Background: an optimization exercise with open tools, aiming at small area, a short achievable clock period and few clock cycles per item. Do not read the settings as production practice.
RTL that was checked went through simulation tests only; none was proved equivalent to the original.

==> module chard_lane, before the edit <==
module chard_lane (
    input  wire        clk,
    input  wire        rst,
    input  wire        cmd_valid,
    output wire        cmd_ready,
    input  wire        cmd_slot,       
    input  wire [63:0] cmd_seed,
    input  wire [63:0] cmd_index,      
    input  wire [15:0] cmd_epoch,      
    input  wire [9:0]  cmd_stream,     
    input  wire [15:0] cmd_op,         
    input  wire [63:0] cmd_pos,        
    input  wire [15:0] cmd_count,      
    output wire        out_valid,
    input  wire        out_ready,
    output wire [31:0] out_word,
    output wire [63:0] out_hash,       
    output wire        out_last,       
    output wire        out_wrap,       
    output wire        tbl_en,
    output wire [9:0]  tbl_addr_a,
    output wire [9:0]  tbl_addr_b,
    input  wire [31:0] tbl_data_a,
    input  wire [31:0] tbl_data_b
);
    localparam RPS = 1;                
    localparam NS  = 8 / RPS;          
    localparam J5  = 5 / RPS;          
    localparam [31:0] K6 = 32'h9E37_79B9;
    localparam [31:0] K7 = 32'h7F4A_7C15;
    wire adv = out_ready | ~out_valid;
    reg         pending;               
    reg         ready_r;               
    reg         g_busy;
    reg         g_slot;
    reg         g_first;
    reg  [63:0] g_pos;
    reg  [15:0] g_left;
    assign cmd_ready = ready_r;
    wire g_last  = (g_left == 16'd1);
    wire g_wrap  = g_slot & ~g_first & (g_pos[47:0] == 48'd0);
    wire [63:0] g_next_pos = g_slot ? {g_pos[63:48], g_pos[47:0] + 48'd1}
                                    : g_pos + 64'd1;
    wire take    = cmd_valid & ready_r;
    wire abort   = pending & ~cmd_valid;             
    wire vacc    = cmd_valid & ~pending & (~g_busy | (adv & g_last));
    wire        v  [0:NS+2];           
    wire        f  [0:NS+2];           
    wire        sp [0:NS+2];           
    wire        l  [0:NS+2];           
    wire        w  [0:NS+2];           
    assign v[0]  = g_busy;
    assign f[0]  = g_first;
    assign sp[0] = pending;
    assign l[0]  = g_last;
    assign w[0]  = g_wrap;
    wire keys_in = (J5 == 0) ? vacc : (adv & v[J5-1] & f[J5-1] & sp[J5-1]);
    always @(posedge clk) begin
        if (rst) begin
            pending <= 1'b0;
            ready_r <= 1'b0;
            g_busy  <= 1'b0;
        end else begin
            if (take | abort) begin
                pending <= 1'b0;
                ready_r <= 1'b0;
            end else begin
                if (vacc)
                    pending <= 1'b1;
                if (keys_in)
                    ready_r <= 1'b1;
            end
            if (abort)
                g_busy <= 1'b0;
            else if (vacc)
                g_busy <= 1'b1;
            else if (g_busy & adv & g_last)
                g_busy <= 1'b0;
        end
    end
    always @(posedge clk) begin
        if (vacc) begin
            g_slot  <= cmd_slot;
            g_first <= 1'b1;
            g_pos   <= cmd_pos;
            g_left  <= cmd_count;
        end else if (g_busy & adv) begin
            g_first <= 1'b0;
            g_pos   <= g_next_pos;
            g_left  <= g_left - 16'd1;
        end
    end
    reg  [31:0] kb0, kb1, kb2, kb3;
    reg  [25:0] kb4;                   
    reg  [15:0] kb5;                   
    reg         kb5s;                  
    wire [31:0] k4 = {kb4[25:10], 6'd0, kb4[9:0]};
    wire [31:0] k5 = {6'd0, kb5s, ~kb5s, 8'h00, kb5};
    function kload;
        input integer i;
        begin
            if (i / RPS == 0) kload = vacc;
            else kload = adv & v[i/RPS-1] & f[i/RPS-1] & sp[i/RPS-1];
        end
    endfunction
    always @(posedge clk) begin
        if (kload(0)) kb0 <= cmd_seed[31:0];
        if (kload(1)) kb1 <= cmd_seed[63:32];
        if (kload(2)) kb2 <= cmd_slot ? 32'd0 : cmd_index[31:0];
        if (kload(3)) kb3 <= cmd_slot ? 32'd0 : cmd_index[63:32];
        if (kload(4)) kb4 <= cmd_slot ? 26'd0 : {cmd_epoch, cmd_stream};
        if (kload(5)) begin
            kb5  <= cmd_slot ? 16'd0 : cmd_op;
            kb5s <= cmd_slot;
        end
    end
    function [31:0] key_of;
        input integer i;
        begin
            case (i)
                0: key_of = kb0;
                1: key_of = kb1;
                2: key_of = kb2;
                3: key_of = kb3;
                4: key_of = k4;
                5: key_of = k5;
                6: key_of = K6;
                default: key_of = K7;
            endcase
        end
    endfunction
    function [63:0] round;
        input [31:0] a, b, k;
        reg   [31:0] s;
        begin
            s     = {a[7:0], a[31:8]} + b;
            round = {s ^ k, s ^ ({b[28:0], b[31:29]} ^ k)};
        end
    endfunction
    wire [31:0] sa [0:NS];             
    wire [31:0] sb [0:NS];
    assign sa[0] = g_pos[63:32];
    assign sb[0] = g_pos[31:0];
    genvar gs, gr;
    generate
        for (gs = 1; gs <= NS; gs = gs + 1) begin : st
            reg  [31:0] ra, rb;
            reg         rv, rf, rsp, rl, rw;
            wire [63:0] h [0:RPS];
            assign h[0] = {sa[gs-1], sb[gs-1]};
            for (gr = 0; gr < RPS; gr = gr + 1) begin : rn
                assign h[gr+1] = round(h[gr][63:32], h[gr][31:0],
                                       key_of((gs - 1) * RPS + gr));
            end
            always @(posedge clk) begin
                if (rst)
                    rv <= 1'b0;
                else if (adv)          
                    rv <= v[gs-1] & ~(abort & sp[gs-1]);
                else if (abort & rsp)
                    rv <= 1'b0;
                if (take)
                    rsp <= 1'b0;
                else if (adv)
                    rsp <= sp[gs-1];
            end
            always @(posedge clk)
                if (adv) begin
                    ra <= h[RPS][63:32];
                    rb <= h[RPS][31:0];
                    rf <= f[gs-1];
                    rl <= l[gs-1];
                    rw <= w[gs-1];
                end
            assign sa[gs] = ra;
            assign sb[gs] = rb;
            assign v[gs]  = rv;
            assign f[gs]  = rf;
            assign sp[gs] = rsp;
            assign l[gs]  = rl;
            assign w[gs]  = rw;
        end
    endgenerate
    reg  [31:0] t_a, t_b;
    reg  [31:0] o_word;
    reg  [63:0] o_hash;
    reg         t_v, t_l, t_w, o_v, o_l, o_w;
    assign tbl_en     = adv & v[NS];
    assign tbl_addr_a = sb[NS][9:0];
    assign tbl_addr_b = sb[NS][19:10];
    wire [63:0] tb_dbl = {tbl_data_b, tbl_data_b} << t_b[24:20];
    always @(posedge clk) begin
        if (rst) begin
            t_v <= 1'b0;
            o_v <= 1'b0;
        end else if (adv) begin
            t_v <= v[NS];
            o_v <= t_v;
        end
    end
    always @(posedge clk)
        if (adv) begin
            t_a    <= sa[NS];
            t_b    <= sb[NS];
            t_l    <= l[NS];
            t_w    <= w[NS];
            o_word <= tbl_data_a ^ tb_dbl[63:32] ^ t_a;
            o_hash <= {t_a, t_b};
            o_l    <= t_l;
            o_w    <= t_w;
        end
    assign out_valid = o_v;
    assign out_word  = o_word;
    assign out_hash  = o_hash;
    assign out_last  = o_l;
    assign out_wrap  = o_w;
endmodule
export LEC_CHECK = 0
export CAP_MARGIN = 20
export CORE_MARGIN = 2
export CORE_UTILIZATION = 40
export SETUP_SLACK_MARGIN = 2.6
export SLEW_MARGIN = 20
create_clock -name core_clock -period 5.0 [get_ports {clk}]
run.sh (not shown) runs the stock make flow with config.mk's settings and CLKGATE_MAP_FILE= SYNTH_SCRIPT=/design/flow/synth_recipe.tcl, a recipe that flattens the netlist after the stock synthesis.
Testbench counts at the start, summed over its fixed seeds: cycles 24,293, items 23,934.
Rerun with:
--- a/flow/design.v
+++ b/flow/design.v
@@ -127,15 +127,32 @@
                 6: key_of = K6;
                 default: key_of = K7;
             endcase
         end
     endfunction
+    function [31:0] add32;
+        input [31:0] x, y;
+        reg   [31:0] p, g, pp, gg;
+        integer i, d;
+        begin
+            p  = x ^ y;
+            g  = x & y;
+            pp = p;
+            gg = g;
+            for (d = 1; d < 32; d = d * 2)
+                for (i = 31; i >= d; i = i - 1) begin
+                    gg[i] = gg[i] | (pp[i] & gg[i-d]);
+                    pp[i] = pp[i] & pp[i-d];
+                end
+            add32 = p ^ {gg[30:0], 1'b0};
+        end
+    endfunction
     function [63:0] round;
         input [31:0] a, b, k;
         reg   [31:0] s;
         begin
-            s     = {a[7:0], a[31:8]} + b;
+            s     = add32({a[7:0], a[31:8]}, b);
             round = {s ^ k, s ^ ({b[28:0], b[31:29]} ^ k)};
         end
     endfunction
     wire [31:0] sa [0:NS];             
     wire [31:0] sb [0:NS];
After rerunning:
- The new run passed the timing, DRC and antenna checks
- area after synthesis shrinks slightly
- fmax shrinks by a few percent
- flip-flop and latch count is unchanged
- wire length grows slightly
- design area hardly moves
- setup slack is worse by 0.065 ns
- worst hold slack barely changes
- synthesized cell count hardly moves
- die area shrinks slightly
For the second run of this note, only the layout was checked, not whether the RTL still works.

## re-timing with driven ports
Ports are ideal in the flow. The routed layouts listed here were re-timed in OpenROAD. Step 1 sets driving cells, clkbuf_16 on the clock port and buf_2 on the other inputs (assumed; they add their load-dependent delay and slew). Step 2, shift: input delay + t, output delay - t, t = (earliest + latest rising clock arrival at the registers) / 2. This alone moves slack from input paths to output paths. Slacks: ideal ports / drivers / drivers and shift; pairs: ideal ports / drivers.
run	t, ns	slack for setup (ns)	slew at the worst register clock pin (ns)
the first run	0.794	1.857 / 1.857 / 1.819	0.07 / 0.07
the second run	0.793	1.792 / 1.792 / 1.587	0.07 / 0.07
After both steps setup and hold are still met in every run listed. For the second run, which loses most, drivers alone change the setup slack by 0.000 ns; drivers and shift together by -0.205 ns.
